Background: an optimization exercise with open tools, aiming at small area, a short achievable clock period and few clock cycles per item. Do not read the settings as production practice. The RTL was checked by simulation tests, not by an equivalence proof against the original design.

--- flow/config.mk ---
export PLATFORM = sky130hd
export DESIGN_NAME = sha256_engine
export DESIGN_NICKNAME = sha256_engine
export VERILOG_FILES = /design/flow/design.v
export SDC_FILE = /design/flow/constraint.sdc
export NUM_CORES = 4
export LEC_CHECK = 0
export CAP_MARGIN = 20
export CORE_MARGIN = 2
export CORE_UTILIZATION = 65
export CTS_CLUSTER_DIAMETER = 80
export CTS_CLUSTER_SIZE = 25
export SLEW_MARGIN = 20
--- flow/standard.sh ---
#!/bin/bash
# synth_recipe.tcl (not shown) runs the flow's synth.tcl, then flattens the netlist and writes it again
# the make line also repeats each setting of config.mk as NAME=value (left out here)
make -C /OpenROAD-flow-scripts/flow DESIGN_CONFIG=/design/flow/config.mk WORK_HOME=/design/flow/orfs CLKGATE_MAP_FILE= SYNTH_SCRIPT=/design/flow/synth_recipe.tcl "${@:-finish}"
--- flow/flow/run.sh ---
#!/bin/bash
# Layout flow: the standard ORFS flow, with smaller port buffers and a
# tighter setup target for timing repair. Each make run logs to its own file.
set -euo pipefail
bash standard.sh synth > make_synth.log 2>&1
bash standard.sh \
    BUFFER_PORTS_ARGS="-buffer_cell sky130_fd_sc_hd__buf_1" \
    SETUP_SLACK_MARGIN=5 \
    finish > make_finish.log 2>&1
--- flow/design.v ---
module sha256_engine (
    input  wire         clk,
    input  wire         rst,
    input  wire         in_valid,
    output wire         in_ready,
    input  wire         in_first,
    input  wire [511:0] in_block,
    output reg          out_valid,
    output wire [255:0] out_digest
);
    localparam [31:0] IV0 = 32'h6a09e667, IV1 = 32'hbb67ae85,
                      IV2 = 32'h3c6ef372, IV3 = 32'ha54ff53a,
                      IV4 = 32'h510e527f, IV5 = 32'h9b05688c,
                      IV6 = 32'h1f83d9ab, IV7 = 32'h5be0cd19;
    reg         busy;        
    reg         pend;        
    reg         nf;          
    reg         cur_first;   
    reg  [5:0]  t;           
    reg         is62, is63;
    reg  [31:0] r [1:16];    
    reg  [31:0] a, b, c, d, e, f, g, h;
    reg  [31:0] hr [0:7];    
    reg  [31:0] pa, pe;      
    reg  [31:0] kreg;        
    assign in_ready   = is62;
    assign out_digest = {hr[3], hr[2], hr[1], hr[0], hr[7], hr[6], hr[5], hr[4]};
    function [31:0] rotr;
        input [31:0] x;
        input integer n;
        rotr = (x >> n) | (x << (32 - n));
    endfunction
    function [31:0] ksadd;
        input [31:0] x, y;
        reg [31:0] gg, pp, g2, p2;
        integer l, j;
        begin
            gg = x & y;
            pp = x ^ y;
            for (l = 1; l < 32; l = l * 2) begin
                g2 = gg; p2 = pp;
                for (j = l; j < 32; j = j + 1) begin
                    g2[j] = gg[j] | (pp[j] & gg[j-l]);
                    p2[j] = pp[j] & pp[j-l];
                end
                gg = g2; pp = p2;
            end
            ksadd = (x ^ y) ^ {gg[30:0], 1'b0};
        end
    endfunction
    function [31:0] bkadd;
        input [31:0] x, y;
        reg [31:0] gg, pp;
        integer l, j;
        begin
            gg = x & y;
            pp = x ^ y;
            for (l = 1; l < 32; l = l * 2)
                for (j = 2*l - 1; j < 32; j = j + 2*l) begin
                    gg[j] = gg[j] | (pp[j] & gg[j-l]);
                    pp[j] = pp[j] & pp[j-l];
                end
            for (l = 8; l >= 1; l = l / 2)
                for (j = 3*l - 1; j < 32; j = j + 2*l) begin
                    gg[j] = gg[j] | (pp[j] & gg[j-l]);
                    pp[j] = pp[j] & pp[j-l];
                end
            bkadd = (x ^ y) ^ {gg[30:0], 1'b0};
        end
    endfunction
    wire [5:0] tk = t + 6'd2;
    reg [31:0] k_n;
    always @(*) begin
        case (tk)
            6'd0:  k_n = 32'h428a2f98; 6'd1:  k_n = 32'h71374491;
            6'd2:  k_n = 32'hb5c0fbcf; 6'd3:  k_n = 32'he9b5dba5;
            6'd4:  k_n = 32'h3956c25b; 6'd5:  k_n = 32'h59f111f1;
            6'd6:  k_n = 32'h923f82a4; 6'd7:  k_n = 32'hab1c5ed5;
            6'd8:  k_n = 32'hd807aa98; 6'd9:  k_n = 32'h12835b01;
            6'd10: k_n = 32'h243185be; 6'd11: k_n = 32'h550c7dc3;
            6'd12: k_n = 32'h72be5d74; 6'd13: k_n = 32'h80deb1fe;
            6'd14: k_n = 32'h9bdc06a7; 6'd15: k_n = 32'hc19bf174;
            6'd16: k_n = 32'he49b69c1; 6'd17: k_n = 32'hefbe4786;
            6'd18: k_n = 32'h0fc19dc6; 6'd19: k_n = 32'h240ca1cc;
            6'd20: k_n = 32'h2de92c6f; 6'd21: k_n = 32'h4a7484aa;
            6'd22: k_n = 32'h5cb0a9dc; 6'd23: k_n = 32'h76f988da;
            6'd24: k_n = 32'h983e5152; 6'd25: k_n = 32'ha831c66d;
            6'd26: k_n = 32'hb00327c8; 6'd27: k_n = 32'hbf597fc7;
            6'd28: k_n = 32'hc6e00bf3; 6'd29: k_n = 32'hd5a79147;
            6'd30: k_n = 32'h06ca6351; 6'd31: k_n = 32'h14292967;
            6'd32: k_n = 32'h27b70a85; 6'd33: k_n = 32'h2e1b2138;
            6'd34: k_n = 32'h4d2c6dfc; 6'd35: k_n = 32'h53380d13;
            6'd36: k_n = 32'h650a7354; 6'd37: k_n = 32'h766a0abb;
            6'd38: k_n = 32'h81c2c92e; 6'd39: k_n = 32'h92722c85;
            6'd40: k_n = 32'ha2bfe8a1; 6'd41: k_n = 32'ha81a664b;
            6'd42: k_n = 32'hc24b8b70; 6'd43: k_n = 32'hc76c51a3;
            6'd44: k_n = 32'hd192e819; 6'd45: k_n = 32'hd6990624;
            6'd46: k_n = 32'hf40e3585; 6'd47: k_n = 32'h106aa070;
            6'd48: k_n = 32'h19a4c116; 6'd49: k_n = 32'h1e376c08;
            6'd50: k_n = 32'h2748774c; 6'd51: k_n = 32'h34b0bcb5;
            6'd52: k_n = 32'h391c0cb3; 6'd53: k_n = 32'h4ed8aa4a;
            6'd54: k_n = 32'h5b9cca4f; 6'd55: k_n = 32'h682e6ff3;
            6'd56: k_n = 32'h748f82ee; 6'd57: k_n = 32'h78a5636f;
            6'd58: k_n = 32'h84c87814; 6'd59: k_n = 32'h8cc70208;
            6'd60: k_n = 32'h90befffa; 6'd61: k_n = 32'ha4506ceb;
            6'd62: k_n = 32'hbef9a3f7; default: k_n = 32'hc67178f2;
        endcase
    end
    wire [31:0] s0_w  = rotr(r[2], 7) ^ rotr(r[2], 18) ^ (r[2] >> 3);
    wire [31:0] s1_w  = rotr(r[15], 17) ^ rotr(r[15], 19) ^ (r[15] >> 10);
    wire [31:0] w1_s  = r[1] ^ s0_w ^ r[10];
    wire [31:0] w1_c  = ((r[1] & s0_w) | (r[1] & r[10]) | (s0_w & r[10])) << 1;
    wire [31:0] w2_s  = w1_s ^ w1_c ^ s1_w;
    wire [31:0] w2_c  = ((w1_s & w1_c) | (w1_s & s1_w) | (w1_c & s1_w)) << 1;
    wire [31:0] w_new = bkadd(w2_s, w2_c);
    reg  [31:0] iv_a, iv_e;
    always @(*) begin
        case (t[1:0])
            2'd1:    begin iv_a = IV3; iv_e = IV7; end
            2'd2:    begin iv_a = IV2; iv_e = IV6; end
            default: begin iv_a = IV1; iv_e = IV5; end
        endcase
    end
    wire        use_iv = cur_first & busy;
    wire [31:0] sum_a = bkadd(use_iv ? iv_a : hr[3], busy ? a : 32'd0);
    wire [31:0] sum_e = bkadd(use_iv ? iv_e : hr[7], busy ? e : 32'd0);
    wire [31:0] bs1 = rotr(e, 6) ^ rotr(e, 11) ^ rotr(e, 25);
    wire [31:0] ch  = (e & f) ^ (~e & g);
    wire [31:0] bs0 = rotr(a, 2) ^ rotr(a, 13) ^ rotr(a, 22);
    wire [31:0] maj = (a & b) | (a & c) | (b & c);
    wire [31:0] s1 = pa ^ ch ^ maj;
    wire [31:0] c1 = ((pa & ch) | (pa & maj) | (ch & maj)) << 1;
    wire [31:0] s2 = bs0 ^ bs1 ^ s1;
    wire [31:0] c2 = ((bs0 & bs1) | (bs0 & s1) | (bs1 & s1)) << 1;
    wire [31:0] s3 = c1 ^ s2 ^ c2;
    wire [31:0] c3 = ((c1 & s2) | (c1 & c2) | (s2 & c2)) << 1;
    wire [31:0] a_new = ksadd(s3, c3);
    wire [31:0] s4 = pe ^ ch ^ bs1;
    wire [31:0] c4 = ((pe & ch) | (pe & bs1) | (ch & bs1)) << 1;
    wire [31:0] e_new = ksadd(s4, c4);
    wire        ld   = is63 & (nf | ~busy);
    wire [31:0] a_n  = ld ? (nf ? IV0 : hr[4]) : a_new;
    wire [31:0] e_n  = ld ? (nf ? IV4 : hr[0]) : e_new;
    wire [31:0] b_n  = is63 ? (nf ? IV1 : sum_a) : a;
    wire [31:0] c_n  = is63 ? (nf ? IV2 : hr[2]) : b;
    wire [31:0] d_n  = is63 ? (nf ? IV3 : hr[1]) : c;
    wire [31:0] f_n  = is63 ? (nf ? IV5 : sum_e) : e;
    wire [31:0] g_n  = is63 ? (nf ? IV6 : hr[6]) : f;
    wire [31:0] h_n  = is63 ? (nf ? IV7 : hr[5]) : g;
    wire [31:0] xa    = is62 ? (cur_first ? IV0 : hr[5]) : 32'd0;
    wire [31:0] xe    = is62 ? (cur_first ? IV4 : hr[1]) : 32'd0;
    wire [31:0] q_s   = h_n ^ kreg ^ r[1];
    wire [31:0] q_c   = ((h_n & kreg) | (h_n & r[1]) | (kreg & r[1])) << 1;
    wire [31:0] qa_s  = q_s ^ q_c ^ xa;
    wire [31:0] qa_c  = ((q_s & q_c) | (q_s & xa) | (q_c & xa)) << 1;
    wire [31:0] qe_s  = q_s ^ q_c ^ d_n;
    wire [31:0] qe_c  = ((q_s & q_c) | (q_s & d_n) | (q_c & d_n)) << 1;
    wire [31:0] qf_s  = qe_s ^ qe_c ^ xe;
    wire [31:0] qf_c  = ((qe_s & qe_c) | (qe_s & xe) | (qe_c & xe)) << 1;
    wire [31:0] pa_n  = ksadd(qa_s, qa_c);
    wire [31:0] pe_n  = ksadd(qf_s, qf_c);
    wire wr_sum = busy & (t[5:2] == 4'hf) & (t[1:0] != 2'd0);   
    wire wr_ae  = busy & is63;
    integer i;
    always @(posedge clk) begin
        if (rst) begin
            busy      <= 1'b0;
            pend      <= 1'b0;
            out_valid <= 1'b0;
            t         <= 6'd61;
            is62      <= 1'b0;
            is63      <= 1'b0;
        end else begin
            out_valid <= busy & is63;
            is62      <= (t == 6'd61);
            is63      <= is62;
            t[2:0]    <= t[2:0] + 3'd1;
            if (busy | pend)
                t[5:3] <= t[5:3] + {2'b00, &t[2:0]};
            else
                t[5:3] <= 3'd7;
            if (is62) begin
                pend <= in_valid;
                nf   <= in_first;
            end
            if (is63) begin
                busy      <= pend;
                pend      <= 1'b0;
                cur_first <= nf;
            end
        end
        for (i = 1; i < 16; i = i + 1)
            r[i] <= in_ready ? in_block[511-32*(i-1) -: 32] : r[i+1];
        r[16] <= in_ready ? in_block[31:0] : w_new;
        kreg <= k_n;
        pa   <= pa_n;
        pe   <= pe_n;
        a <= a_n; b <= b_n; c <= c_n; d <= d_n;
        e <= e_n; f <= f_n; g <= g_n; h <= h_n;
        hr[0] <= hr[1];
        hr[1] <= hr[2];
        hr[2] <= wr_sum ? sum_a : hr[3];
        hr[3] <= wr_ae ? a_new : hr[4];
        hr[4] <= hr[5];
        hr[5] <= hr[6];
        hr[6] <= wr_sum ? sum_e : hr[7];
        hr[7] <= wr_ae ? e_new : hr[0];
    end
endmodule
--- flow/constraint.sdc ---
create_clock -name core_clock -period 10.0 [get_ports {clk}]
set_input_delay 2.0000 -clock core_clock [delete_from_list [all_inputs] [get_ports {clk}]]
set_output_delay 2.0000 -clock core_clock [all_outputs]
set_load 0.01 [all_outputs]
==> out/metrics.cfg, run 1 <==
[timing]
period_minus_slack_ns=5.14
slew_headroom_pct=10.4
tns_ns=0
max_freq_ghz=0.195
rsz0062_at_grt=true
fin_skew_ns=0.0441
setup_viol=0
min_period_over_period_pct=51.4
slew_violations=0
hold_ws_ns=0.397
tightest_slew_ns=1.34
hold_viol=0

[layout]
layout.nets=7559
syn2layout_area_growth_pct=12.5
fin_util_pct=73.7
drive_above_1_share_pct=13.9

[yosys]
synth-main-ff-cell=dfxtp_1
synth-seq-area-share_pct=37.6
synth.avg_cell_area_sq_um=9.79
syn-num-nets=6923
ys_async_sr_fraction_pct=0
synth_seq_cells=1069
yosysWarnings=3
synth.distinct_cells=77
syn_area_sq_mm=0.0570
synth_edf_count=2
syn_inst=5822

[setup_path]
crit_end=pe[29]
crit_required_ns=10.61
crit_type=reg2reg
start_kind=flip-flop
path_max_fanout=6
reg2regPathDepth=24
reg2reg_from=nf
rrSetupSlack_ns=4.86
r2r-end=pe[29]
worst_setup_path_end_kind=flip-flop
arrival_ns=5.74
setup.worst_path.start=nf

[min_path]
worst_hold_path_type=reg2reg
whs_path_depth=0

[grt]
gr-total-overflow=0
antenna_found_initial=28
grt_max_degree=199
grt_pass1_vias=46588
grtUsageTotal_pct=47.1
grt_first_pass_wirelength_mm=307

[floorplan]
rows=108
start_util_pct=65.6
core_sq_mm=0.0869
die_h_um=300
die_w_um=300
io_pins=774
die_area_sq_mm=0.0900

[detailed_routing]
first_pass_iters=8
drc=0
drt_wl_total_mm=219
vias=47550
avgRoutedWirePerCell_um=28.6
drt-initial-drc-count=5549
ant_nets=0
via_per_inst=6.21

[clocking]
clock_latency_ns=0.71
clock_sinks=1069
clockBufferDepth=3
h-tree-depth=2
clkSlewWorstSetupHoldPaths_ns=0.11
cts_made_buffers=54
root_buffer=clkbuf_16
cts_tree=built

[status]
status=timing/DRC/antenna clean

[placed_design]
io_buffers=773
place_congestion=1.05
dpl.hpwl_mm=168

[flow_run]
cap_violations=0

-- stage by stage --
stage | worst slack, ns | std cells | area, sq um
3_5_place_dp | 3.47 | 7478 | 60600
2_1_floorplan | 5.02 | 5822 | 57100
5_1_grt | 4.69 | 7650 | 64100
4_1_cts | 4.91 | 7598 | 63200
3_3_place_gp | 3.61 | 7478 | 60600
6_report | 4.86 | 7658 | 64100
-- metal layers --
| metal | global-route usage, % | vias up | part of all wire (%) |
|---|---|---|---|
| met5 | 0 | - | 0.043 |
| met4 | 38.9 | 12 | 10 |
| met3 | 11.1 | 884 | 11 |
| met2 | 71.7 | 3370 | 44 |
| met1 | 56.9 | 22697 | 35 |
| li1 | - | 20587 | - |
-- worst min-delay path by stage --
stage                           end  slack [ns]       from
after floorplan            hr[1][0]        0.39   hr[2][0]
after global placement     hr[5][3]        0.38   hr[6][3]
after detailed placement   hr[1][0]        0.38   hr[2][0]
after CTS                 hr[1][30]        0.40  hr[2][30]
after global routing       hr[5][3]        0.40   hr[6][3]
final                     hr[1][30]        0.40  hr[2][30]
-- cell type report --
| type | count | area [sq um] |
|---|---|---|
| diodes | 26 | 65.1 |
| clock buffers | 59 | 1410 |
| clock inverters | 16 | 194 |
| fillers | 6325 | 22800 |
| inverters | 683 | 2570 |
| multi-input cells | 3755 | 32700 |
| flip-flops and latches | 1069 | 21500 |
| well taps | 1155 | 1450 |
| repair buffers | 895 | 4120 |
-- cell usage in the layout, fill, tap and decap left out, drive strengths merged, types with 6 or more instances in the layout --
cell / n
dfxtp: 1067
buf: 891
inv: 691
nand2: 525
mux2: 493
o21ai: 374
fa: 356
xnor2: 245
a21oi: 234
ha: 229
nor2: 219
xor2: 173
a21o: 135
o22a: 111
clkbuf: 61
nand3: 57
nor3: 48
nand2b: 40
nor2b: 39
mux2i: 38
o211ai: 36
o21a: 34
and2: 34
a31oi: 30
nand4: 28
o22ai: 27
diode: 26
a211oi: 26
a22o: 23
o311ai: 22
o21bai: 20
and3: 19
o31ai: 11
or3: 10
a21boi: 9
a211o: 8
or2: 7
a221oi: 6
a311oi: 6
nand3b: 6
-- flip-flops by register name (all words and copies together), names as in the netlist, 32 cells and up --
register,count
a,32
b,32
c,32
e,32
f,32
g,32
hr,256
kreg,32
pa,32
pe,32
r,512
-- critical path: stages, from the launching register on --
cell and delay, ns:
edfxtp_1 0.43, buf_6 0.15, nor2b_4 0.13, buf_12 0.14
nand2_4 0.05, o21ai_4 0.08, fa_1 0.48, fa_1 0.54
inv_2 0.04, fa_1 0.46, inv_2 0.08, ha_4 0.13
inv_2 0.03, fa_2 0.35, nor2b_2 0.14, o21ai_2 0.09
a21boi_2 0.23, o211ai_1 0.11, buf_4 0.17, o31ai_4 0.26
buf_12 0.15, a221o_1 0.20, a31oi_4 0.14, o21a_1 0.20
o311ai_1 0.25
-- kinds of logic after synthesis --
| group | after synthesis | synth area share (%) |
|---|---|---|
| buffers and inverters | 1002 | 6.60 |
| multiplexers | 536 | 10.6 |
| AND/OR/NAND/NOR | 1046 | 8.08 |
| AO/OA/AOI/OAI | 1162 | 13.1 |
| adder cells (fa/ha/maj) | 589 | 17.6 |
| flip-flops | 1069 | 37.6 |
| XOR/XNOR | 418 | 6.42 |
-- cell usage after synthesis, types with 57 or more instances --
master    number  share of area [%]
clkbuf_1     294                1.9
nor2_1       219                1.4
dfxtp_1     1067                 37
xor2_1       173                2.7
a21o_1       134                1.8
o21ai_0      373                3.3
a21oi_1      234                2.1
ha_1         229                5.0
nand3_1       57               0.50
mux2_2       493                9.7
fa_1         356                 13
o22a_1       111                1.7
xnor2_1      245                3.8
inv_1        681                4.5
nand2_1      524                3.5
-- what timing repair did --
item                                    CTS  global route
endpoints found under the setup margin  176            60
resized for setup                       122           139
hold buffers                              0             0
setup buffers                            40            31
pin swaps                                30            63
cloned                                    5             3
Testbench counts, summed over its fixed seeds: cycles 50,384, blocks 787.
==> inputs of run 2 (changes only) <==
--- a/flow/config.mk
+++ b/flow/config.mk
@@ -7,7 +7,6 @@
 export LEC_CHECK = 0
 export CAP_MARGIN = 20
 export CORE_MARGIN = 2
-export CORE_UTILIZATION = 65
-export CTS_CLUSTER_DIAMETER = 80
-export CTS_CLUSTER_SIZE = 25
+export CORE_UTILIZATION = 60
+export CTS_CLUSTER_SIZE = 30
 export SLEW_MARGIN = 20
==> out/metrics.cfg, run 2 <==
[status]
status=timing/DRC/antenna clean

[setup_path]
path_max_fanout=3
reg2reg_from=e[2]
r2r-end=hr[3][30]
rrSetupSlack_ns=4.97
crit_required_ns=10.62
arrival_ns=5.65
crit_type=reg2reg
reg2regPathDepth=18
start_kind=flip-flop
worst_setup_path_end_kind=flip-flop

[detailed_routing]
avgRoutedWirePerCell_um=28.4
via_per_inst=5.99
drc=0
vias=47383
ant_nets=0
drt-initial-drc-count=4832
drt_wl_total_mm=224
first_pass_iters=6

[floorplan]
die_h_um=312
die_w_um=312
rows=113
start_util_pct=60.2
die_area_sq_mm=0.0975
core_sq_mm=0.0946
io_pins=774

[timing]
period_minus_slack_ns=5.03
tightest_slew_ns=1.16
fin_skew_ns=0.0331
setup_viol=0
hold_viol=0
min_period_over_period_pct=50.3
slew_violations=0
rsz0062_at_grt=true
tns_ns=0
slew_headroom_pct=22.4
max_freq_ghz=0.199

[yosys]
syn_area_sq_mm=0.0570
synth.avg_cell_area_sq_um=9.79
synth-seq-area-share_pct=37.6
syn_inst=5822
ys_async_sr_fraction_pct=0
yosysWarnings=3
synth.most_common_cell=dfxtp_1
synth.distinct_cells=77
synth_edf_count=2
syn-num-nets=6923
synth-main-ff-cell=dfxtp_1
synth_area_leader_cell=dfxtp_1
synth_top_area_share_pct=37.5
synth_seq_cells=1069
yosys-top-cells-area=dfxtp_1 (37%), fa_1 (13%), mux2_2 (9.7%), ha_1 (5.0%), inv_1 (4.5%)
synth_commonest_cells=dfxtp_1 (1,067), inv_1 (681), nand2_1 (524)

[clocking]
clkSlewWorstSetupHoldPaths_ns=0.07
clock_latency_ns=0.74
clockBufferDepth=3
cts_tree=built
clock_sinks=1069
root_buffer=clkbuf_16
h-tree-depth=3
cts_made_buffers=110
hold_buffers=0

[grt]
grt_max_degree=146
grt_pass1_vias=46664
antenna_found_initial=30
grtUsageTotal_pct=44.4
gr-total-overflow=0
grt_first_pass_wirelength_mm=313

[min_path]
hold_end=hr[1][16]
worstHoldStart=hr[2][16]
whs_path_depth=0
worst_hold_path_type=reg2reg

[layout]
final_cell_mix=dfxtp_1 (1,014), buf_1 (773), inv_1 (675), nand2_1 (521), mux2_2 (493)
largestRegisters=r (512), hr (256)
drive_above_1_share_pct=15.6
layout_commonest_cell=dfxtp_1
layout.nets=7629
largest-register=r
largest_reg_flops=512
syn2layout_area_growth_pct=16.7
final_cells=7910
finalInstanceArea_sq_mm=0.0665

[placed_design]
place_area_sq_mm=0.0608
place_congestion=1.05
io_buffers=773
dp_cells=7593
dpl.hpwl_mm=172

[flow_run]
cap_violations=0

==> run 2: changes by cell type in the layout (fill, tap and decap cells not counted), moves of 12 or more <==
| cell | before | now |
|---|---|---|
| clkbuf_16 | 57 | 117 |
| clkbuf_8 | 2 | 24 |
| buf_4 | 97 | 115 |
| clkbuf_1 | 2 | 18 |
| clkinv_2 | 0 | 14 |
| clkinvlp_4 | 3 | 15 |
==> run 2: worst max-delay path by stage <==
stage | startpoint | to
finish | e[2] | hr[3][30]
global route | nf | pe[28]
floorplan | is63 | pe[29]
detailed placement | t[1] | f[30]
CTS | t[1] | f[30]
global placement | is63 | pe[28]
==> run 2: cell families after synthesis <==
kind of cell	share of synthesized area, %
buf+inv	6.60
compound gates	13.1
mux	10.6
xor+xnor	6.42
simple gates	8.08
fa+ha+maj	17.6
flops	37.6
==> run 2: per-stage QoR <==
stage / hold WS, ns / setup slack [ns] / utilization (%)
finish: 0.389 / 4.97 / 70.3
floorplan: 0.393 / 5.02 / -
CTS: 0.389 / 4.93 / 69.2
global placement: 0.377 / 3.78 / 64.3
detailed placement: 0.374 / 3.65 / 64.3
global route: 0.396 / 4.87 / 70.3
==> run 2: worst max-delay path, stage by stage (launching register included) <==
cell,delay [ns]
dfxtp_4,0.37
mux2i_4,0.28
fa_1,0.48
fa_1,0.48
fa_1,0.53
inv_1,0.05
ha_2,0.17
inv_1,0.07
fa_2,0.23
nor2b_4,0.05
o31a_1,0.28
o31a_1,0.32
o211a_4,0.28
o2111a_2,0.29
buf_4,0.15
nor4b_4,0.27
o31ai_2,0.12
xor2_1,0.20
mux2_2,0.30
==> run 2: layer usage <==
metal  up-vias  track usage, %  part of all wire [%]
met2      2919            69.1                    45
met4        18            31.1                   8.6
li1      20787               -                     -
met5         -               0                 0.052
met1     22912            54.1                    37
met3       747            11.0                   9.9
==> run 2: area by class of cell <==
type	instances	area [sq um]
multi-input combinational	3753	32700
fill	7255	28100
sequential	1069	21500
timing repair buffer	911	4200
clock buffer	155	3230
inverter	683	2570
tap	1265	1580
clock inverter	50	561
antenna	24	60.1
==> run 2: what timing repair did <==
| action | in CTS | in global routing |
|---|---|---|
| gates cloned | 3 | 4 |
| buffers inserted | 35 | 46 |
| setup endpoints to repair | 171 | 58 |
| pin swaps | 27 | 57 |
| gates resized for setup | 134 | 135 |
==> inputs of run 3 (changes only) <==
--- a/flow/design.v
+++ b/flow/design.v
@@ -22,7 +22,7 @@
     reg  [31:0] a, b, c, d, e, f, g, h;
     reg  [31:0] hr [0:7];    
     reg  [31:0] pa, pe;      
-    reg  [31:0] kreg;        
+    reg  [31:0] kw;          
     assign in_ready   = is62;
     assign out_digest = {hr[3], hr[2], hr[1], hr[0], hr[7], hr[6], hr[5], hr[4]};
     function [31:0] rotr;
@@ -149,18 +149,18 @@
     wire [31:0] h_n  = is63 ? (nf ? IV7 : hr[5]) : g;
     wire [31:0] xa    = is62 ? (cur_first ? IV0 : hr[5]) : 32'd0;
     wire [31:0] xe    = is62 ? (cur_first ? IV4 : hr[1]) : 32'd0;
-    wire [31:0] q_s   = h_n ^ kreg ^ r[1];
-    wire [31:0] q_c   = ((h_n & kreg) | (h_n & r[1]) | (kreg & r[1])) << 1;
-    wire [31:0] qa_s  = q_s ^ q_c ^ xa;
-    wire [31:0] qa_c  = ((q_s & q_c) | (q_s & xa) | (q_c & xa)) << 1;
-    wire [31:0] qe_s  = q_s ^ q_c ^ d_n;
-    wire [31:0] qe_c  = ((q_s & q_c) | (q_s & d_n) | (q_c & d_n)) << 1;
+    wire [31:0] qa_s  = h_n ^ kw ^ xa;
+    wire [31:0] qa_c  = ((h_n & kw) | (h_n & xa) | (kw & xa)) << 1;
+    wire [31:0] qe_s  = h_n ^ kw ^ d_n;
+    wire [31:0] qe_c  = ((h_n & kw) | (h_n & d_n) | (kw & d_n)) << 1;
     wire [31:0] qf_s  = qe_s ^ qe_c ^ xe;
     wire [31:0] qf_c  = ((qe_s & qe_c) | (qe_s & xe) | (qe_c & xe)) << 1;
     wire [31:0] pa_n  = ksadd(qa_s, qa_c);
     wire [31:0] pe_n  = ksadd(qf_s, qf_c);
     wire wr_sum = busy & (t[5:2] == 4'hf) & (t[1:0] != 2'd0);   
     wire wr_ae  = busy & is63;
+    wire [31:0] r1_n = in_ready ? in_block[511:480] : r[2];
+    wire [31:0] kw_n = ksadd(k_n, r1_n);
     integer i;
     always @(posedge clk) begin
         if (rst) begin
@@ -192,7 +192,7 @@
         for (i = 1; i < 16; i = i + 1)
             r[i] <= in_ready ? in_block[511-32*(i-1) -: 32] : r[i+1];
         r[16] <= in_ready ? in_block[31:0] : w_new;
-        kreg <= k_n;
+        kw   <= kw_n;
         pa   <= pa_n;
         pe   <= pe_n;
         a <= a_n; b <= b_n; c <= c_n; d <= d_n;
==> out/metrics.cfg, run 3 <==
[timing]
slew_headroom_pct=24.4
fin_ws_ns=5.02
hold_ws_ns=0.368
tightest_slew_ns=1.13
min_period_over_period_pct=49.8
max_freq_ghz=0.201
slew_violations=0
fin_skew_ns=0.0583
setup_viol=0
rsz0062_at_grt=true
tns_ns=0
period_minus_slack_ns=4.98
hold_viol=0

[grt]
grt_max_degree=206
gr-total-overflow=0
grt_pass1_vias=47496
antenna_found_initial=42
grt_first_pass_wirelength_mm=317
grtUsageTotal_pct=44.0

[floorplan]
core_sq_mm=0.0964
start_util_pct=60.3
rows=114
die_area_sq_mm=0.0995
die_w_um=315
io_pins=774
die_h_um=315

[setup_path]
reg2regPathDepth=15
crit_top_cell=fa_1
arrival_ns=5.57
crit_path_max_incr_delay_ns=0.62
crit_slowest_cell=dfxtp_1
crit_required_ns=10.59
worst_setup_path_end_kind=flip-flop
crit_type=reg2reg
path_max_fanout=7
crit_chain=a21o_1, o21ai_0, fa_1, fa_1, fa_1, inv_1, ha_1, a21o_1, a221o_1, a31o_2, o2111ai_4, nand2_4, a311oi_4, o21a_1, o211ai_1
start_kind=flip-flop

[clocking]
clock_sinks=1069
root_buffer=clkbuf_16
clock_latency_ns=0.74
cts_tree=built
h-tree-depth=3
cts_made_buffers=107
clockBufferDepth=3
clkSlewWorstSetupHoldPaths_ns=0.06
hold_buffers=0

[yosys]
yosysWarnings=3
synth-main-ff-cell=dfxtp_1
synth.avg_cell_area_sq_um=9.73
synth_edf_count=2
syn_inst=5980
synth_commonest_cells=dfxtp_1 (1,067), inv_1 (649), nand2_1 (520)
synth.distinct_cells=101
synth_top_area_share_pct=36.7
synth_area_leader_cell=dfxtp_1
synth_seq_cells=1069
yosys-top-cells-area=dfxtp_1 (37%), fa_1 (11%), mux2_2 (9.6%), ha_1 (5.5%), inv_1 (4.2%)
ys_async_sr_fraction_pct=0
synth.most_common_cell=dfxtp_1
synth-seq-area-share_pct=36.8
syn_area_sq_mm=0.0582
syn-num-nets=7082

[layout]
fin_util_pct=69.7
drive_above_1_share_pct=14.4
syn2layout_area_growth_pct=15.5
final_cell_mix=dfxtp_1 (1,023), buf_1 (773), inv_1 (647), nand2_1 (516), mux2_2 (496)
layout_commonest_cell=dfxtp_1
largestRegisters=r (512), hr (256)
largest_reg_flops=512
layout.nets=7748
largest-register=r

[detailed_routing]
ant_nets=0
drc=0
first_pass_iters=8
vias=47978
drt_wl_total_mm=224
avgRoutedWirePerCell_um=27.9
drt-initial-drc-count=4898
via_per_inst=5.96

[status]
status=timing/DRC/antenna clean

[placed_design]
dpl.hpwl_mm=172
place_congestion=1.07
dp_slack_ns=4.18
io_buffers=773

[min_path]
whs_path_depth=0
worst_hold_path_type=reg2reg

[flow_run]
cap_violations=0

==> run 3: cell count changes in the layout (fill, tap and decap cells not counted), moves of 14 or more <==
cell / before / now
xnor2_2: 22 / 5
nand4_1: 28 / 9
a211oi_1: 19 / 38
mux2i_1: 18 / 32
a21oi_1: 226 / 257
and2_1: 32 / 46
ha_1: 216 / 250
o22a_1: 111 / 93
xnor2_1: 223 / 244
o21ai_0: 347 / 363
inv_1: 675 / 647
fa_1: 348 / 327
buf_4: 115 / 66
==> run 3: logic make-up after synthesis <==
logic type | Yosys count | share of synthesized area, %
buf+inv | 967 | 6.27
xor+xnor | 428 | 6.46
fa+ha+maj | 588 | 16.9
mux | 540 | 10.4
compound gates | 1284 | 14.6
flops | 1069 | 36.8
simple gates | 1104 | 8.58
==> run 3: final timing paths <==
path              slack, ns   endpoint       from
setup / recovery       5.02  hr[3][30]       a[6]
hold / removal         0.37  hr[5][19]  hr[6][19]
setup reg to reg       5.02  hr[3][30]       a[6]
hold reg to reg        0.37  hr[5][19]  hr[6][19]
==> run 3: layer usage <==
| metal | up-vias | GRT usage [%] | wire [um] |
|---|---|---|---|
| met2 | 2696 | 69.5 | 101000 |
| met1 | 23011 | 52.1 | 81400 |
| li1 | 21472 | - | - |
| met3 | 775 | 11.0 | 21600 |
| met4 | 24 | 32.8 | 20400 |
| met5 | - | 0 | 156 |
==> run 3: layout make-up <==
type	count	area, sq um
diodes	33	82.6
clock buffers	137	2950
clock inverters	64	902
fillers	7470	29200
inverters	651	2450
multi-input cells	3946	33700
flip-flops and latches	1069	21500
well taps	1276	1600
repair buffers	871	4000
==> run 3: timing repair <==
item	CTS	global route
endpoints found under the setup margin	136	69
cloned	5	1
pin swaps	15	22
gates resized for setup	80	104
setup buffers	20	18
==> run 3: worst max-delay path, delay by kind of cell, from the launching register on <==
family,cells,cell delay [ns]
AO/OA/AOI/OAI,9,2.17
buffers and inverters,1,0.05
AND/OR/NAND/NOR,1,0.11
adder cells (fa/ha/maj),4,1.90
flip-flops,1,0.62
==> run 3: through the flow <==
stage	cells	cell area [sq um]
after floorplan	5980	58200
after global placement	7768	62100
after detailed placement	7768	62100
after CTS	7994	66600
after global routing	8026	67200
final	8047	67200
Testbench counts of run 3, summed over its fixed seeds: cycles 50,384, blocks 787.
==> inputs of run 4 (changes only) <==
--- a/flow/flow/run.sh
+++ b/flow/flow/run.sh
@@ -5,5 +5,5 @@
 bash standard.sh synth > make_synth.log 2>&1
 bash standard.sh \
     BUFFER_PORTS_ARGS="-buffer_cell sky130_fd_sc_hd__buf_1" \
-    SETUP_SLACK_MARGIN=5 \
+    SETUP_SLACK_MARGIN=6 \
     finish > make_finish.log 2>&1
==> out/metrics.cfg, run 4 <==
[yosys]
syn_inst=5980
synth.avg_cell_area_sq_um=9.73
synth-main-ff-cell=dfxtp_1
syn_area_sq_mm=0.0582
synth-seq-area-share_pct=36.8
synth_top_area_share_pct=36.7
synth.distinct_cells=101
synth_seq_cells=1069
yosysWarnings=3
synth_commonest_cells=dfxtp_1 (1,067), inv_1 (649), nand2_1 (520)
yosys-top-cells-area=dfxtp_1 (37%), fa_1 (11%), mux2_2 (9.6%), ha_1 (5.5%), inv_1 (4.2%)
synth_area_leader_cell=dfxtp_1
synth_edf_count=2
syn-num-nets=7082
synth.most_common_cell=dfxtp_1
ys_async_sr_fraction_pct=0

[detailed_routing]
vias=52051
drc=0
via_per_inst=6.20
first_pass_iters=8
ant_nets=0
drt_wl_total_mm=247
drt-initial-drc-count=5642
avgRoutedWirePerCell_um=29.5

[timing]
fin_skew_ns=0.0367
max_freq_ghz=0.184
hold_viol=0
slew_violations=2
setup_viol=0
hold_ws_ns=0.375
min_period_over_period_pct=54.3
tns_ns=0
rsz0062_at_grt=true
fin_ws_ns=4.57
slew_headroom_pct=-4.60
tightest_slew_ns=1.54
period_minus_slack_ns=5.43

[floorplan]
die_area_sq_mm=0.0995
io_pins=774
core_sq_mm=0.0964
rows=114
start_util_pct=60.3
die_h_um=315
die_w_um=315

[status]
failed_checks=max-capacitance violations, max-slew violations
status=failed layout checks

[clocking]
clock_latency_ns=0.76
cts_made_buffers=108
cts_tree=built
clock_sinks=1069
root_buffer=clkbuf_16
clockBufferDepth=3
clkSlewWorstSetupHoldPaths_ns=0.07
h-tree-depth=3

[layout]
largestRegisters=r (512), hr (256)
layout.nets=8109
largest-register=r
final_cell_mix=dfxtp_1 (962), buf_1 (773), inv_1 (618), nand2_1 (482), mux2_2 (477)
nFillCells=6181
layout_commonest_cell=dfxtp_1
largest_reg_flops=512
syn2layout_area_growth_pct=29.5
drive_above_1_share_pct=27.6

[setup_path]
worst_setup_path_end_kind=flip-flop
cp.buffers_inverters=4
rrSetupSlack_ns=4.57
arrival_ns=6.07
crit_chain=clkinvlp_4, buf_12, buf_6, ha_4, bufbuf_16, nor2b_2, o311ai_1, a31oi_1, ha_1, o21ai_0, nand2b_1, o311a_1, a21boi_4, nand3_2, and4b_1, or3_1, o311ai_2
crit_required_ns=10.64
start_kind=flip-flop
cp_top_family=compound AO/OA/AOI/OAI gates
crit_path_max_incr_delay_ns=1.28
crit_slowest_cell=o311ai_1
path_max_fanout=12
crit_type=reg2reg

[grt]
grtUsageTotal_pct=46.7
grt_max_degree=215
antenna_found_initial=39
grt_pass1_vias=50299
gr-total-overflow=0
grt_first_pass_wirelength_mm=336

[placed_design]
dp_slack_ns=4.26
place_congestion=1.05
dpl.hpwl_mm=172
io_buffers=773

[min_path]
worst_hold_path_type=reg2reg

[flow_run]
cap_violations=1

[run 4: cell counts after synthesis]
Identical to the previous run, type by type.
[run 4: cell type report]
class | instances | area, sq um | area share [%]
multi-input combinational | 3945 | 37900 | 50.2
sequential | 1069 | 21700 | 28.8
timing repair buffer | 1232 | 7930 | 10.5
clock buffer | 147 | 3050 | 4.05
inverter | 651 | 2480 | 3.29
tap | 1276 | 1600 | 2.12
clock inverter | 45 | 656 | 0.870
antenna | 32 | 80.1 | 0.106
[run 4: worst register-to-register path, cell delays in order (launching register included)]
cell and delay [ns]:
dfxtp_4 0.38, clkinvlp_4 0.14, buf_12 0.15, buf_6 0.11, ha_4 0.33, bufbuf_16 0.34
nor2b_2 0.14, o311ai_1 1.28, a31oi_1 0.33, ha_1 0.48, o21ai_0 0.15, nand2b_1 0.18
o311a_1 0.20, a21boi_4 0.35, nand3_2 0.14, and4b_1 0.25, or3_1 0.32, o311ai_2 0.07
[run 4: layer usage]
metal	share of wire, %	track usage [%]	wire [um]
met5	0.039	0	96
met4	10	37.0	25600
met3	12	13.2	29900
met2	44	72.8	108000
met1	34	54.1	83500
[run 4: cells by family after synthesis]
kind of cell               count (synthesis)  share of synthesized area, %
AOI/OAI and AO/OA                       1284                          14.6
buffers and inverters                    967                          6.27
adders and majority gates                588                          16.9
DFF                                     1069                          36.8
and+or+nand+nor                         1104                          8.58
xor gates and xnor gates                 428                          6.46
muxes                                    540                          10.4
[run 4: path summary, 6_finish.rpt]
check / start / endpoint / cells after the start
setup / recovery: t[1] / kw[30] / 17
hold / removal: hr[6][9] / hr[5][9] / 0
setup reg to reg: t[1] / kw[30] / 17
hold reg to reg: hr[6][9] / hr[5][9] / 0
[run 4: repair_timing]
| action | in CTS | in global routing |
|---|---|---|
| hold endpoints to repair | 0 | 0 |
| resized for setup | 718 | 536 |
| hold buffers | 0 | 0 |
| buffers inserted | 225 | 157 |
| cloned | 21 | 8 |
| pin swaps | 250 | 325 |
| endpoints found under the setup margin | 290 | 228 |
[run 4: per-stage QoR]
step / instances / instance area (sq um) / utilization (%)
after floorplan: 5980 / 59100 / -
after global placement: 7762 / 62600 / 64.9
after detailed placement: 7762 / 62600 / 64.9
after CTS: 8200 / 71600 / 74.3
after global routing: 8380 / 75300 / 78.1
final: 8397 / 75400 / 78.1
==> inputs of run 5 (changes only) <==
--- a/flow/flow/run.sh
+++ b/flow/flow/run.sh
@@ -5,5 +5,5 @@
 bash standard.sh synth > make_synth.log 2>&1
 bash standard.sh \
     BUFFER_PORTS_ARGS="-buffer_cell sky130_fd_sc_hd__buf_1" \
-    SETUP_SLACK_MARGIN=6 \
+    SETUP_SLACK_MARGIN=5 \
     finish > make_finish.log 2>&1
--- a/flow/config.mk
+++ b/flow/config.mk
@@ -7,6 +7,7 @@
 export LEC_CHECK = 0
 export CAP_MARGIN = 20
 export CORE_MARGIN = 2
-export CORE_UTILIZATION = 60
-export CTS_CLUSTER_SIZE = 30
+export CORE_UTILIZATION = 65
+export CTS_BUF_LIST = sky130_fd_sc_hd__clkbuf_8
+export CTS_CLUSTER_SIZE = 40
 export SLEW_MARGIN = 20
==> out/metrics.cfg, run 5 <==
[yosys]
yosysWarnings=3
synth-main-ff-cell=dfxtp_1
synth_edf_count=2
ys_async_sr_fraction_pct=0
muxShareOfSynthArea_pct=10.4
synth_compound_gate_area_share_pct=14.6
syn-num-nets=7082
synth.avg_cell_area_sq_um=9.73
yosys-top-cells-area=dfxtp_1 (37%), fa_1 (11%), mux2_2 (9.6%), ha_1 (5.5%), inv_1 (4.2%)
synth_top_family_by_area=adder cells
synth.most_common_cell=dfxtp_1
synth_seq_cells=1069
synth_top_area_share_pct=36.7
synth-adder-area-share_pct=16.9
synth-seq-area-share_pct=36.8
synth_area_leader_cell=dfxtp_1
syn_inst=5980
syn_area_sq_mm=0.0582
synth_commonest_cells=dfxtp_1 (1,067), inv_1 (649), nand2_1 (520)
synth-xor-area-share_pct=6.46
synth-simple-area-share_pct=8.58
synth.distinct_cells=101

[clocking]
cts_tree=built
clock_latency_ns=0.92
root_buffer=clkbuf_8
cts_made_buffers=168
clock_sinks=1069
h-tree-depth=4
clkSlewWorstSetupHoldPaths_ns=0.07
clockBufferDepth=3

[layout]
layout_commonest_cell=dfxtp_1
nFillCells=5838
largest-register=r
drive_above_1_share_pct=15.1
syn2layout_area_growth_pct=14.7
layout.nets=7791
final_cell_mix=dfxtp_1 (1,027), buf_1 (773), inv_1 (689), nand2_1 (515), mux2_2 (496)
largest_reg_flops=512
final_cells=8034
largestRegisters=r (512), hr (256)

[placed_design]
place_congestion=1.11
dp_cells=7651
io_buffers=773
dpl.hpwl_mm=177

[timing]
min_period_over_period_pct=50.5
slew_headroom_pct=13.7
slew_violations=0
max_freq_ghz=0.198
period_minus_slack_ns=5.05
setup_viol=0
fin_skew_ns=0.0509
hold_viol=0
tightest_slew_ns=1.29
tns_ns=0
rsz0062_at_grt=true

[setup_path]
crit_type=reg2reg
reg2reg_from=r[2][30]
rrSetupSlack_ns=4.95
arrival_ns=5.81
start_kind=flip-flop
worst_setup_path_end_kind=flip-flop
setup.worst_path.start=r[2][30]
cp_top_family=adder cells
crit_slowest_cell=xnor2_1
crit_chain=xor2_1, xnor2_1, fa_1, fa_1, inv_1, ha_1, nand4_1, inv_1, a22o_1, a31oi_4, buf_4, nand2b_1, fa_1, mux2_2
path_max_fanout=4
reg2regPathDepth=14
crit_required_ns=10.76
r2r-end=r[16][28]
crit_top_cell=fa_1
crit_path_max_incr_delay_ns=0.85
cp.buffers_inverters=3

[floorplan]
rows=109
die_area_sq_mm=0.0919
start_util_pct=65.7
die_h_um=303
io_pins=774
die_w_um=303
core_sq_mm=0.0885

[min_path]
worstHoldStart=hr[2][10]
whs_path_depth=0
worst_hold_path_type=reg2reg
hold_end=hr[1][10]

[detailed_routing]
via_per_inst=6.36
first_pass_iters=8
avgRoutedWirePerCell_um=30.2
vias=51073
drc=0
drt-initial-drc-count=6384
drt_wl_total_mm=242
ant_nets=0

[grt]
grt_first_pass_wirelength_mm=336
gr-total-overflow=0
antenna_found_initial=50
grt_pass1_vias=50627
grtUsageTotal_pct=51.4
grt_max_degree=210

[flow_run]
cap_violations=0

[status]
status=timing/DRC/antenna clean

==> run 5: cell count changes in the layout (fill, tap and decap cells not counted), sizes merged, moves of 7 or more <==
cell / change
buf: -360
clkbuf: +53
inv: +49
clkinv: +17
bufbuf: -15
diode: +8
clkinvlp: -7
==> run 5: final cells by class <==
type / count / area, sq um / share of cell area, %
clock buffer: 206 / 2840 / 4.25
multi-input combinational: 3948 / 33700 / 50.5
inverter: 651 / 2450 / 3.68
timing repair buffer: 851 / 3820 / 5.73
clock inverter: 104 / 846 / 1.27
tap: 1165 / 1460 / 2.18
antenna: 40 / 100 / 0.150
sequential: 1069 / 21500 / 32.2
==> run 5: timing repair <==
item,4_1_cts,5_1_grt
gates resized for setup,63,121
buffers inserted,10,15
endpoints found under the setup margin,161,91
gates cloned,5,3
pin swaps,3,25
hold buffers,0,0
==> run 5: cells by family after synthesis <==
logic type / after synthesis
AND/OR/NAND/NOR: 1104
adder cells (fa/ha/maj): 588
buffers and inverters: 967
flip-flops: 1069
XOR/XNOR: 428
multiplexers: 540
AO/OA/AOI/OAI: 1284
==> run 5: how the worst max path moves through the flow <==
stage	to	slack (ns)	cells after the start
after floorplan	pe[31]	5.04	19
after global placement	kw[25]	4.09	18
after detailed placement	kw[25]	4.11	18
after CTS	b[30]	5.00	20
after global routing	r[16][31]	4.94	19
final	r[16][28]	4.95	14
==> run 5: stage by stage <==
step / setup slack (ns) / util [%] / hold WS [ns] / cell area, sq um
6_report: 4.95 / 75.4 / 0.365 / 66700
4_1_cts: 5.00 / 74.6 / 0.365 / 66000
5_1_grt: 4.94 / 75.3 / 0.374 / 66700
3_3_place_gp: 4.09 / 69.9 / 0.361 / 61900
2_1_floorplan: 5.04 / - / 0.393 / 58200
3_5_place_dp: 4.11 / 69.9 / 0.366 / 61900
==> run 5: per-layer routing <==
metal / track usage [%] / part of all wire (%) / up-vias
li1: - / - / 21563
met1: 55.9 / 32 / 24234
met2: 78.1 / 43 / 3887
met3: 18.4 / 13 / 1359
met4: 48.0 / 11 / 30
met5: 0.932 / 0.11 / -
==> inputs of run 6 (changes only) <==
--- a/flow/config.mk
+++ b/flow/config.mk
@@ -7,7 +7,7 @@
 export LEC_CHECK = 0
 export CAP_MARGIN = 20
 export CORE_MARGIN = 2
-export CORE_UTILIZATION = 65
-export CTS_BUF_LIST = sky130_fd_sc_hd__clkbuf_8
-export CTS_CLUSTER_SIZE = 40
+export CORE_UTILIZATION = 70
+export CTS_CLUSTER_DIAMETER = 100
+export CTS_CLUSTER_SIZE = 20
 export SLEW_MARGIN = 20
==> out/metrics.cfg, run 6 <==
[yosys]
synth_top_family_by_area=adder cells
synth_commonest_cells=dfxtp_1 (1,067), inv_1 (649), nand2_1 (520)
synth-simple-area-share_pct=8.58
yosys-top-cells-area=dfxtp_1 (37%), fa_1 (11%), mux2_2 (9.6%), ha_1 (5.5%), inv_1 (4.2%)
synth_edf_count=2
syn_area_sq_mm=0.0582
synth-xor-area-share_pct=6.46
synth.avg_cell_area_sq_um=9.73
synth_compound_gate_area_share_pct=14.6
ys_async_sr_fraction_pct=0
synth_top_area_share_pct=36.7
synth.most_common_cell=dfxtp_1
muxShareOfSynthArea_pct=10.4
yosysWarnings=3
synth-adder-area-share_pct=16.9
synth_area_leader_cell=dfxtp_1
synth_seq_cells=1069
synth-main-ff-cell=dfxtp_1
synth.distinct_cells=101
synth-seq-area-share_pct=36.8
syn_inst=5980
syn-num-nets=7082

[placed_design]
io_buffers=773
dp_slack_ns=3.84
place_area_sq_mm=0.0618
dpl.hpwl_mm=179
place_congestion=1.11

[setup_path]
reg2regPathDepth=18
worstSetupPathDepth=18
cp.buffers_inverters=2
rrSetupSlack_ns=4.74
path_max_fanout=3
worst_setup_path_end_kind=flip-flop
start_kind=flip-flop
arrival_ns=5.80
cp_top_family=adder cells
crit_chain=xnor2_1, fa_1, fa_1, inv_1, ha_1, inv_1, nor2_1, o21ai_0, a21oi_1, nor4_4, a21oi_4, a31oi_4, a211oi_2, fa_1, xnor2_2, xnor2_1, xnor2_1, o21ai_0
crit_type=reg2reg
crit_path_max_incr_delay_ns=0.82
crit_slowest_cell=dfxtp_1
crit_required_ns=10.53

[clocking]
clock_sinks=1069
clockBufferDepth=3
h-tree-depth=3
cts_made_buffers=66
root_buffer=clkbuf_16
cts_tree=built
clock_latency_ns=0.69
clkSlewWorstSetupHoldPaths_ns=0.09

[timing]
period_minus_slack_ns=5.26
tns_ns=0
rsz0062_at_grt=true
max_freq_ghz=0.190
min_period_over_period_pct=52.6
tightest_slew_ns=1.14
slew_headroom_pct=24.0
fin_skew_ns=0.0296
slew_violations=0
fin_ws_ns=4.74
setup_viol=0
hold_viol=0

[layout]
nFillCells=4844
drive_above_1_share_pct=13.4
largestRegisters=r (512), hr (256)
syn2layout_area_growth_pct=12.2
finalInstanceArea_sq_mm=0.0653
fin_util_pct=79.4
final_cell_mix=dfxtp_1 (1,023), buf_1 (773), inv_1 (647), nand2_1 (517), mux2_2 (496)
layout_commonest_cell=dfxtp_1
largest_reg_flops=512
layout.nets=7720
largest-register=r

[floorplan]
core_sq_mm=0.0822
die_w_um=292
rows=105
die_h_um=292
io_pins=774
die_area_sq_mm=0.0854
start_util_pct=70.8

[grt]
gr-total-overflow=0
grt_max_degree=135
grtUsageTotal_pct=56.0
grt_pass1_vias=51433
grt_first_pass_wirelength_mm=344
grt_use_met3_pct=24.9
antenna_found_initial=67
grt_use_met2_pct=82.8
met1_usage_pct=58.8
busiest_layer=met2

[detailed_routing]
first_pass_iters=9
vias=52593
avgRoutedWirePerCell_um=32.1
drc=0
via_per_inst=6.77
ant_nets=0
drt_wl_total_mm=249
drt-initial-drc-count=7384

[flow_run]
cap_violations=0

[status]
status=timing/DRC/antenna clean

[min_path]
worst_hold_path_type=reg2reg
whs_path_depth=0

run 6: cell counts after synthesis:
Identical to the previous run, type by type.
run 6: cell type report:
type	count	area [sq um]	share of cell area, %
antenna	61	153	0.234
clock buffer	70	1690	2.58
clock inverter	15	250	0.383
inverter	651	2460	3.76
multi-input combinational	3945	33700	51.7
sequential	1069	21500	33.0
tap	1070	1340	2.05
timing repair buffer	884	4150	6.36
timing repair inverter	1	7.51	0.0115
run 6: worst paths after layout:
| check | startpoint | to |
|---|---|---|
| worst min register to register | hr[6][19] | hr[5][19] |
| worst min-delay path | hr[6][19] | hr[5][19] |
| worst max register to register | r[2][0] | r[16][31] |
| worst max-delay path | r[2][0] | r[16][31] |
run 6: cells by family after synthesis:
logic type	count (synthesis)
AO/OA/AOI/OAI	1284
XOR/XNOR	428
adder cells (fa/ha/maj)	588
buffers and inverters	967
flip-flops	1069
multiplexers	540
AND/OR/NAND/NOR	1104
run 6: what timing repair did:
action / CTS / global route
buffers inserted: 24 / 27
setup endpoints to repair: 186 / 128
pin swaps: 17 / 24
gates resized for setup: 81 / 140
gates cloned: 3 / 6
endpoints found under the hold margin: 0 / 0
hold buffers: 0 / 0
run 6: per-layer routing:
metal | vias up | part of all wire, %
li1 | 21372 | -
met5 | - | 0.071
met4 | 30 | 13
met1 | 24375 | 30
met3 | 1889 | 15
met2 | 4927 | 42
run 6: per-stage QoR:
step	cells	hold slack (ns)
floorplan	5980	0.393
finish	7766	0.374
global route	7726	0.378
global placement	7559	0.354
detailed placement	7559	0.361
CTS	7671	0.370
==> inputs of run 7 (changes only) <==
--- a/flow/config.mk
+++ b/flow/config.mk
@@ -8,6 +8,6 @@
 export CAP_MARGIN = 20
 export CORE_MARGIN = 2
 export CORE_UTILIZATION = 70
-export CTS_CLUSTER_DIAMETER = 100
-export CTS_CLUSTER_SIZE = 20
+export CTS_CLUSTER_DIAMETER = 80
+export CTS_CLUSTER_SIZE = 25
 export SLEW_MARGIN = 20
==> out/metrics.cfg, run 7 <==
[status]
status=timing/DRC/antenna clean

[timing]
max_freq_ghz=0.192
slew_headroom_pct=21.7
tns_ns=0
period_minus_slack_ns=5.20
hold_viol=0
tightest_slew_ns=1.16
rsz0062_at_grt=true
slew_violations=0
fin_skew_ns=0.0865
hold_ws_ns=0.382
min_period_over_period_pct=52.0
setup_viol=0

[detailed_routing]
dr_wl_met3_mm=35.5
drt_wl_total_mm=243
via_per_inst=6.67
ant_nets=0
wl_met1_mm=73.8
drc=0
first_pass_iters=9
vias=51674
avgRoutedWirePerCell_um=31.4
drt-initial-drc-count=6525
top_layer=met5
wl_met2_mm=102

[setup_path]
crit_required_ns=10.52
start_kind=flip-flop
arrival_ns=5.72
setup.worst_path.start=r[2][20]
worst_setup_path_end_kind=flip-flop
reg2reg_from=r[2][20]
path_max_fanout=4
crit_type=reg2reg

[grt]
grt_first_pass_wirelength_mm=340
gr-total-overflow=0
grtUsageTotal_pct=55.2
antenna_found_initial=70
grt_pass1_vias=51102
grt_max_degree=135

[yosys]
synth_edf_count=2
synth_seq_cells=1069
ys_async_sr_fraction_pct=0
synth_top_area_share_pct=36.7
synth_commonest_cells=dfxtp_1 (1,067), inv_1 (649), nand2_1 (520)
synth_area_leader_cell=dfxtp_1
yosys-top-cells-area=dfxtp_1 (37%), fa_1 (11%), mux2_2 (9.6%), ha_1 (5.5%), inv_1 (4.2%)
synth.most_common_cell=dfxtp_1
syn-num-nets=7082
synth-seq-area-share_pct=36.8
synth.distinct_cells=101
syn_inst=5980
synth-main-ff-cell=dfxtp_1
yosysWarnings=3
syn_area_sq_mm=0.0582
synth.avg_cell_area_sq_um=9.73

[flow_run]
cap_violations=0

[placed_design]
dpl.hpwl_mm=179
place_congestion=1.11
io_buffers=773

[layout]
layout.nets=7710
nFillCells=4912
layout_commonest_cell=dfxtp_1
syn2layout_area_growth_pct=11.6
drive_above_1_share_pct=13.4
largest-register=r
final_cell_mix=dfxtp_1 (1,023), buf_1 (773), inv_1 (646), nand2_1 (517), mux2_2 (496)
largest_reg_flops=512
largestRegisters=r (512), hr (256)

[clocking]
h-tree-depth=2
clock_latency_ns=0.72
root_buffer=clkbuf_16
cts_made_buffers=53
clock_sinks=1069
cts_tree=built
hold_buffers=0
clkSlewWorstSetupHoldPaths_ns=0.10
clockBufferDepth=3

[floorplan]
die_h_um=292
core_sq_mm=0.0822
io_pins=774
die_area_sq_mm=0.0854
rows=105
die_w_um=292
start_util_pct=70.8

[min_path]
worstHoldStart=hr[6][19]
worst_hold_path_type=reg2reg

[run 7: cell counts after synthesis]
Identical to the previous run, type by type.
[run 7: kinds of logic after synthesis]
group	after synthesis	synth area share, %
simple gates	1104	8.58
xor+xnor	428	6.46
flops	1069	36.8
fa+ha+maj	588	16.9
compound gates	1284	14.6
buf+inv	967	6.27
mux	540	10.4
[run 7: layer usage]
metal  GRT usage [%]  vias up
met1            58.2    24049
li1                -    21349
met5               0        -
met2            82.5     4577
met4            53.6       36
met3            23.2     1663
[run 7: stage by stage]
stage | setup slack [ns] | utilization [%] | std cells | area (sq um)
5_1_grt | 4.82 | 78.8 | 7714 | 64800
3_5_place_dp | 3.84 | 75.1 | 7559 | 61800
2_1_floorplan | 5.04 | - | 5980 | 58200
6_report | 4.80 | 78.9 | 7746 | 64900
3_3_place_gp | 3.89 | 75.1 | 7559 | 61800
4_1_cts | 5.00 | 77.7 | 7657 | 63900
[run 7: worst max-delay path: stages, from the launching register on]
cell and delay [ns]:
dfxtp_4 0.39, buf_4 0.17, xor2_1 0.18, xnor2_1 0.21, fa_1 0.47, fa_1 0.51, inv_1 0.06, ha_1 0.37
a21oi_1 0.22, nor2_1 0.08, o21ai_0 0.28, a21oi_1 0.25, nor4_4 0.31, a21oi_4 0.15, a31oi_4 0.23, a211oi_4 0.12
fa_2 0.38, xnor2_2 0.14, xnor2_1 0.21, xnor2_1 0.15, o21ai_0 0.09
[run 7: area by class of cell]
type | instances | area, sq um | share of cell area, %
Clock buffer | 56 | 1340 | 2.06
Multi-Input combinational cell | 3945 | 33700 | 52.0
Sequential cell | 1069 | 21500 | 33.1
Inverter | 651 | 2460 | 3.79
Timing Repair inverter | 1 | 7.51 | 0.0116
Timing Repair Buffer | 887 | 4140 | 6.38
Tap cell | 1070 | 1340 | 2.06
Clock inverter | 16 | 260 | 0.401
Antenna cell | 51 | 128 | 0.197
[run 7: repair_timing]
action	in CTS	in global routing
pin swaps	16	28
gates cloned	3	4
setup endpoints to repair	186	116
gates resized for setup	90	136
setup buffers	23	33
endpoints found under the hold margin	0	0
[run 7: worst paths after layout]
path,to,slack [ns],cells past startpoint
setup / recovery,r[16][31],4.80,20
setup reg to reg,r[16][31],4.80,20
hold reg to reg,hr[5][19],0.38,0
hold / removal,hr[5][19],0.38,0
==> inputs of run 8 (changes only) <==
--- a/flow/flow/run.sh
+++ b/flow/flow/run.sh
@@ -5,5 +5,5 @@
 bash standard.sh synth > make_synth.log 2>&1
 bash standard.sh \
     BUFFER_PORTS_ARGS="-buffer_cell sky130_fd_sc_hd__buf_1" \
-    SETUP_SLACK_MARGIN=5 \
+    SETUP_SLACK_MARGIN=5.4 \
     finish > make_finish.log 2>&1
--- a/flow/config.mk
+++ b/flow/config.mk
@@ -7,7 +7,7 @@
 export LEC_CHECK = 0
 export CAP_MARGIN = 20
 export CORE_MARGIN = 2
-export CORE_UTILIZATION = 70
+export CORE_UTILIZATION = 65
 export CTS_CLUSTER_DIAMETER = 80
 export CTS_CLUSTER_SIZE = 25
 export SLEW_MARGIN = 20
==> out/metrics.cfg, run 8 <==
[yosys]
synth-seq-area-share_pct=36.8
synth.distinct_cells=101
syn_inst=5980
synth_top_area_share_pct=36.7
synth_edf_count=2
syn_area_sq_mm=0.0582
yosys-top-cells-area=dfxtp_1 (37%), fa_1 (11%), mux2_2 (9.6%), ha_1 (5.5%), inv_1 (4.2%)
synth.most_common_cell=dfxtp_1
synth-main-ff-cell=dfxtp_1
syn-num-nets=7082
synth.avg_cell_area_sq_um=9.73
synth_commonest_cells=dfxtp_1 (1,067), inv_1 (649), nand2_1 (520)
ys_async_sr_fraction_pct=0
yosysWarnings=3
synth_seq_cells=1069
synth_area_leader_cell=dfxtp_1

[flow_run]
cap_violations=0

[floorplan]
io_pins=774
start_util_pct=65.7
die_area_sq_mm=0.0919
die_w_um=303
core_sq_mm=0.0885
rows=109
die_h_um=303

[detailed_routing]
drt_wl_total_mm=229
ant_nets=0
via_per_inst=6.28
drc=0
drt-initial-drc-count=5931
first_pass_iters=9
avgRoutedWirePerCell_um=29.1
vias=49543

[setup_path]
rrSetupSlack_ns=4.99
crit_type=reg2reg
crit_chain=xor2_1, xnor2_1, fa_1, inv_1, ha_1, a21oi_1, o21ai_0, a31o_4, nand4_1, a21oi_2, a31oi_4, a211oi_2, fa_2, xnor2_2, xnor2_1, xnor2_1, o21ai_1
reg2reg_from=r[15][28]
path_max_fanout=4
crit_slowest_cell=xnor2_1
reg2regPathDepth=17
worst_setup_path_end_kind=flip-flop
crit_path_max_incr_delay_ns=1.04
crit_top_cell=xnor2_1
start_kind=flip-flop
r2r-end=r[16][31]
arrival_ns=5.59
crit_required_ns=10.58

[grt]
grt_pass1_vias=47805
gr-total-overflow=0
grt_max_degree=118
grtUsageTotal_pct=47.9
grt_first_pass_wirelength_mm=316
antenna_found_initial=45

[layout]
drive_above_1_share_pct=16.3
final_cell_mix=dfxtp_1 (983), buf_1 (773), inv_1 (643), nand2_1 (513), mux2_2 (496)
syn2layout_area_growth_pct=14.4
layout_commonest_cell=dfxtp_1
layout.nets=7780
largestRegisters=r (512), hr (256)
largest_reg_flops=512
largest-register=r

[min_path]
whs_path_depth=0
hold_end=hr[5][19]
worst_hold_path_type=reg2reg
worstHoldStart=hr[6][19]

[timing]
min_period_over_period_pct=50.1
fin_skew_ns=0.0536
slew_headroom_pct=10.5
rsz0062_at_grt=true
tns_ns=0
max_freq_ghz=0.200
setup_viol=0
period_minus_slack_ns=5.01
hold_ws_ns=0.380
slew_violations=0
tightest_slew_ns=1.33
hold_viol=0
fin_ws_ns=4.99

[clocking]
clockBufferDepth=3
cts_made_buffers=54
clkSlewWorstSetupHoldPaths_ns=0.09
h-tree-depth=2
cts_tree=built
clock_sinks=1069
hold_buffers=0
root_buffer=clkbuf_16
clock_latency_ns=0.76

[placed_design]
dp_slack_ns=3.76
dpl.hpwl_mm=173
io_buffers=773
place_congestion=1.06

[status]
status=timing/DRC/antenna clean

run 8: cell count changes in the layout (fill, tap and decap cells not counted), moves of 20 or more:
cell and change:
dfxtp_2 +20, dfxtp_4 +20, buf_4 +58, o21ai_0 -25
diode_2 -21, dfxtp_1 -40
run 8: worst max-delay path by stage:
stage | start | endpoint | slack [ns] | cells after the start
floorplan | is63 | pe[31] | 5.32 | 19
global placement | t[1] | kw[31] | 3.82 | 18
detailed placement | t[1] | kw[24] | 3.76 | 18
CTS | nf | pe[31] | 5.25 | 19
global route | r[15][21] | r[16][31] | 4.89 | 18
finish | r[15][28] | r[16][31] | 4.99 | 17
run 8: cell type report:
class                           instances  area (sq um)
Clock buffer                           57          1370
Clock inverter                         19           277
Antenna cell                           30          75.1
Timing Repair Buffer                  957          4770
Fill cell                            6048         21900
Tap cell                             1165          1460
Sequential cell                      1069         21600
Multi-Input combinational cell       3945         34500
Inverter                              651          2470
run 8: repair_timing:
| item | 4_1_cts | 5_1_grt |
|---|---|---|
| buffers inserted | 55 | 69 |
| pin swaps | 57 | 80 |
| setup endpoints to repair | 247 | 117 |
| cloned | 5 | 4 |
| resized for setup | 243 | 201 |
run 8: kinds of logic after synthesis:
group / share of synthesized area [%]
adders and majority gates: 16.9
muxes: 10.4
DFF: 36.8
buffers and inverters: 6.27
and+or+nand+nor: 8.58
AOI/OAI and AO/OA: 14.6
xor gates and xnor gates: 6.46
run 8: stage by stage:
step,utilization [%],instance area [sq um],cells
global route,75.2,66500,7877
CTS,73.4,65000,7789
floorplan,-,58200,5980
finish,75.2,66600,7893
detailed placement,69.9,61900,7653
global placement,69.9,61900,7653
run 8: metal layers:
layer	track usage [%]	share of wire, %
met3	13.8	12
met2	73.5	43
met1	54.8	34
met4	41.9	11
met5	0	0.086
run 8: worst max-delay path: cells and delay by family (launching register included):
kind	cells	cell delay [ns]
simple gates	1	0.17
xor+xnor	5	1.78
buf+inv	1	0.07
flops	1	0.57
compound gates	7	1.01
fa+ha+maj	3	1.23

-- static timing again, ports no longer ideal --
Ports are ideal in the flow. The routed layouts listed here were re-timed in OpenROAD. Step 1, drivers: a clkbuf_16 drives clk and a buf_2 each remaining input, both assumed. Step 2, shift: input delay + t, output delay - t, t = (earliest + latest rising clock arrival at the registers) / 2. This alone moves slack from input paths to output paths. Slacks: ideal ports / drivers / drivers and shift; pairs: ideal ports / drivers.
run	t, ns	setup slack, ns	worst setup path after step 2	worst slew at a driven data input, ns
run 1	0.769	4.865 / 4.865 / 4.865	register to register	0.13
run 2	0.793	4.970 / 4.970 / 4.970	register to register	0.12
run 3	0.791	5.023 / 5.023 / 4.934	input to register	0.13
run 4	0.820	4.565 / 4.565 / 4.565	register to register	0.11
run 5	0.964	4.948 / 4.948 / 4.870	input to register	0.15
run 6	0.754	4.737 / 4.737 / 4.737	register to register	0.16
run 7	0.755	4.795 / 4.795 / 4.795	register to register	0.15
run 8	0.815	4.991 / 4.991 / 4.991	register to register	0.12
For run 3, which loses most, drivers alone change the setup slack by 0.000 ns; drivers and shift together by -0.089 ns.
